This design comes from an exercise in tuning for small area, a short achievable clock period and few clock cycles per item on the open sky130 flow, not from production work. RTL that was checked went through simulation tests only; none was proved equivalent to the original.

==> flow/design.v (excerpt) <==
module aes256_line (
    input  wire         clk,
    input  wire         rst,         
    input  wire         in_valid,
    output wire         in_ready,
    input  wire [255:0] in_key,
    input  wire [127:0] in_data,
    output reg          out_valid,
    input  wire         out_ready,
    output wire [127:0] out_data
);
For scale: about 520 I/O pins, about 67,000 µm² of cells after synthesis.
export LEC_CHECK = 0
export ABC_CLOCK_PERIOD_IN_PS = 2750
export CAP_MARGIN = 20
export CORE_MARGIN = 2
export CORE_UTILIZATION = 55
export CTS_CLUSTER_DIAMETER = 120
export CTS_CLUSTER_SIZE = 28
export PLACE_DENSITY = 0.8
export SETUP_SLACK_MARGIN = 4.75
export SLEW_MARGIN = 20
create_clock -name core_clock -period 7.5 [get_ports {clk}]
standard.sh (not shown) runs the stock make flow with config.mk's settings and CLKGATE_MAP_FILE= SYNTH_SCRIPT=/design/flow/synth_recipe.tcl, a recipe that flattens the netlist after the stock synthesis.
==> flow/flow/run.sh <==
#!/bin/bash
# Own flow: the standard layout (standard.sh) with two changes:
#  - Yosys's ABC technology mapping uses flow/abc_area.script, an area-oriented
#    script, in place of ORFS's speed script; everything else in synthesis
#    (register mapping, flattening, renaming) is the standard synthesis;
#  - the port buffers that placement inserts on every input and output are
#    buf_2 cells rather than the delay cell buffer_ports picks by default.
# The make output goes to orfs_make.log; ORFS keeps each tool's log in orfs/logs.
set -euo pipefail
W=$(pwd)
sed "s#^source \$::env(SCRIPTS_DIR)/synth.tcl#source $W/my_synth_core.tcl#" synth_recipe.tcl > my_synth.tcl
grep -q my_synth_core.tcl my_synth.tcl
sed 's#^  log_cmd abc {\*}\$abc_args#  set abc_args [lreplace $abc_args 1 1 $::env(MY_ABC_SCRIPT)]\n  log_cmd abc {*}$abc_args#' \
    "$FLOW_HOME/scripts/synth.tcl" > my_synth_core.tcl
grep -q MY_ABC_SCRIPT my_synth_core.tcl
sed -E "s#SYNTH_SCRIPT=[^ ]+#SYNTH_SCRIPT=$W/my_synth.tcl BUFFER_PORTS_ARGS='-buffer_cell sky130_fd_sc_hd__buf_2'#" standard.sh > my_standard.sh
grep -q "SYNTH_SCRIPT=$W/my_synth.tcl" my_standard.sh
export MY_ABC_SCRIPT=$W/flow/abc_area.script
bash my_standard.sh > orfs_make.log 2>&1
==> flow/flow/abc_area.script <==
strash
&get -n
&fraig -x
&put
dc2
strash
&get -n
&dch -f
&nf -R 1000
&put
The baseline completed without violations.
==> next run, changes <==
Settings changed: ABC_CLOCK_PERIOD_IN_PS 2750 to 2800, CORE_UTILIZATION 55 to 45, CTS_CLUSTER_SIZE 28 to 26, PLACE_DENSITY 0.8 to 0.7, SETUP_SLACK_MARGIN 4.75 to 4.7, TNS_END_PERCENT set to 30.
=> The new run passed the timing, design-rule and antenna checks. Clock skew goes down by 0.0079 ns. Global-route usage decreases by 4.8 points. Critical path depth stays the same. Design area falls by 0.33%. Hold slack got worse by 0.010 ns.
==> next run, changes <==
Settings changed: SETUP_SLACK_MARGIN 4.7 to 4.62, TNS_END_PERCENT 30 to unset.
After rerunning: Global-route usage barely changes; non-clock buffer count is lower by 23; wire length barely changes; final cell count barely changes; setup slack is better by 0.027 ns; count of clock-buffer cells in the layout is higher by 4.
==> next run, changes <==
Settings changed: SETUP_SLACK_MARGIN 4.62 to 4.7.
- The changed run produced a clean layout
- synthesized area is unchanged
- utilization goes up by 0.61 points
- design area goes up by 1.2%
- final cell count barely changes
- setup slack improves by 0.079 ns
- fmax goes up by 2.7%
- non-clock buffer count goes up by 35
- synthesized cell count does not change
Function was not checked in any run of this note: the RTL went through the layout flow alone.


aes256_line, a different RTL version from the one above (not shown whole).
Size in the first run: roughly 6,500 cells after synthesis, ~1,500 flip-flops, about 520 I/O pins, about 0.069 mm^2 of cells after synthesis.
Settings: LEC_CHECK=0, ABC_CLOCK_PERIOD_IN_PS=2800, CAP_MARGIN=20, CORE_MARGIN=2, CORE_UTILIZATION=40, CTS_CLUSTER_DIAMETER=120, CTS_CLUSTER_SIZE=26, PLACE_DENSITY=0.6, SETUP_SLACK_MARGIN=4.7, SLEW_MARGIN=20; clock period 7.5 ns.
==> flow/flow/abc_area.script <==
strash
&get -n
&fraig -x
&put
dc2
strash
&get -n
&dch -f
&nf
&put
Scripts as last shown in full above: flow/flow/run.sh
Testbench counts at the start, summed over its fixed seeds: cycles 5,456, blocks 384.
Next try:
==> flow/flow/abc_area.script (replaced) <==
strash
&get -n
&fraig -x
&put
dc2
strash
&get -n
&dch -f
&nf -R 1000
&put
- CORE_UTILIZATION: 40 -> 45
- PLACE_DENSITY: 0.6 -> 0.7
The changed run completed without violations.
Cell area goes down by 1.2%.
Routed wire length is lower by 6.8%.
Die area decreases by 13%.
Core utilization rises by 6.6 points.
Via count barely changes.
Worst setup slack is better by 0.083 ns.
Maximum frequency went up by 2.9%.
Worst hold slack gains 0.0082 ns.
Next try:
--- a/flow/flow/run.sh
+++ b/flow/flow/run.sh
@@ -5,5 +5,5 @@
 #    (register mapping, flattening, renaming) is the standard synthesis;
 #  - the port buffers that placement inserts on every input and output are
-#    buf_2 cells rather than the delay cell buffer_ports picks by default.
+#    buf_4 cells rather than the delay cell buffer_ports picks by default.
 # The make output goes to orfs_make.log; ORFS keeps each tool's log in orfs/logs.
 set -euo pipefail
@@ -14,5 +14,5 @@
     "$FLOW_HOME/scripts/synth.tcl" > my_synth_core.tcl
 grep -q MY_ABC_SCRIPT my_synth_core.tcl
-sed -E "s#SYNTH_SCRIPT=[^ ]+#SYNTH_SCRIPT=$W/my_synth.tcl BUFFER_PORTS_ARGS='-buffer_cell sky130_fd_sc_hd__buf_2'#" standard.sh > my_standard.sh
+sed -E "s#SYNTH_SCRIPT=[^ ]+#SYNTH_SCRIPT=$W/my_synth.tcl BUFFER_PORTS_ARGS='-buffer_cell sky130_fd_sc_hd__buf_4'#" standard.sh > my_standard.sh
 grep -q "SYNTH_SCRIPT=$W/my_synth.tcl" my_standard.sh
 export MY_ABC_SCRIPT=$W/flow/abc_area.script
==> flow/flow/abc_area.script (replaced) <==
strash
&get -n
&fraig -x
&put
dc2
strash
&get -n
&dch -f
&nf
&put
- CORE_UTILIZATION: 45 -> 40
- CTS_CLUSTER_DIAMETER: 120 -> unset
- CTS_CLUSTER_SIZE: 26 -> unset
- PLACE_DENSITY: 0.7 -> 0.6
Count of clock-buffer cells in the layout rose by 107.
Die area rose by 15%.
Routed wire length rose by 9.6%.
Sequential cell count is unchanged.
Global-route usage fell by 1.1 points.
Worst setup slack is worse by 0.12 ns.
Synthesized area rose by 2.5%.

re-timing with driven ports:
How much do the figures lean on ideal ports? The routed layouts below were timed once more, with nothing changed but the port constraints. Step 1: set_driving_cell puts a clkbuf_16 on clk and a buf_2 on each other input, an assumption about the parent block. Step 2, shift: input delay + t, output delay - t, t = (earliest + latest rising clock arrival at the registers) / 2. This alone moves slack from input paths to output paths. Three values: ideal ports, drivers, drivers and shift; two values: the first two.
run | shift t [ns] | setup WS [ns] | worst hold slack (ns) | worst register clock-pin slew, ns
the first run of note 1 | 0.794 | 4.580 / 4.504 / 4.492 | 0.308 / 0.308 / 0.308 | 0.12 / 0.12
the second run of note 1 | 0.784 | 4.488 / 4.405 / 4.285 | 0.298 / 0.298 / 0.298 | 0.11 / 0.11
the third run of note 1 | 0.788 | 4.516 / 4.431 / 4.218 | 0.310 / 0.310 / 0.310 | 0.11 / 0.11
the fourth run of note 1 | 0.784 | 4.594 / 4.513 / 4.318 | 0.313 / 0.313 / 0.313 | 0.11 / 0.11
the first run of note 2 | 0.798 | 4.512 / 4.431 / 4.554 | 0.314 / 0.314 / 0.314 | 0.11 / 0.11
the second run of note 2 | 0.766 | 4.595 / 4.519 / 4.440 | 0.322 / 0.322 / 0.322 | 0.11 / 0.11
the third run of note 2 | 0.895 | 4.474 / 4.390 / 4.607 | 0.302 / 0.302 / 0.302 | 0.07 / 0.07
After both steps every run listed still meets setup and hold. For the third run of note 1, which loses most, drivers alone change the setup slack by -0.085 ns; drivers and shift together by -0.298 ns.
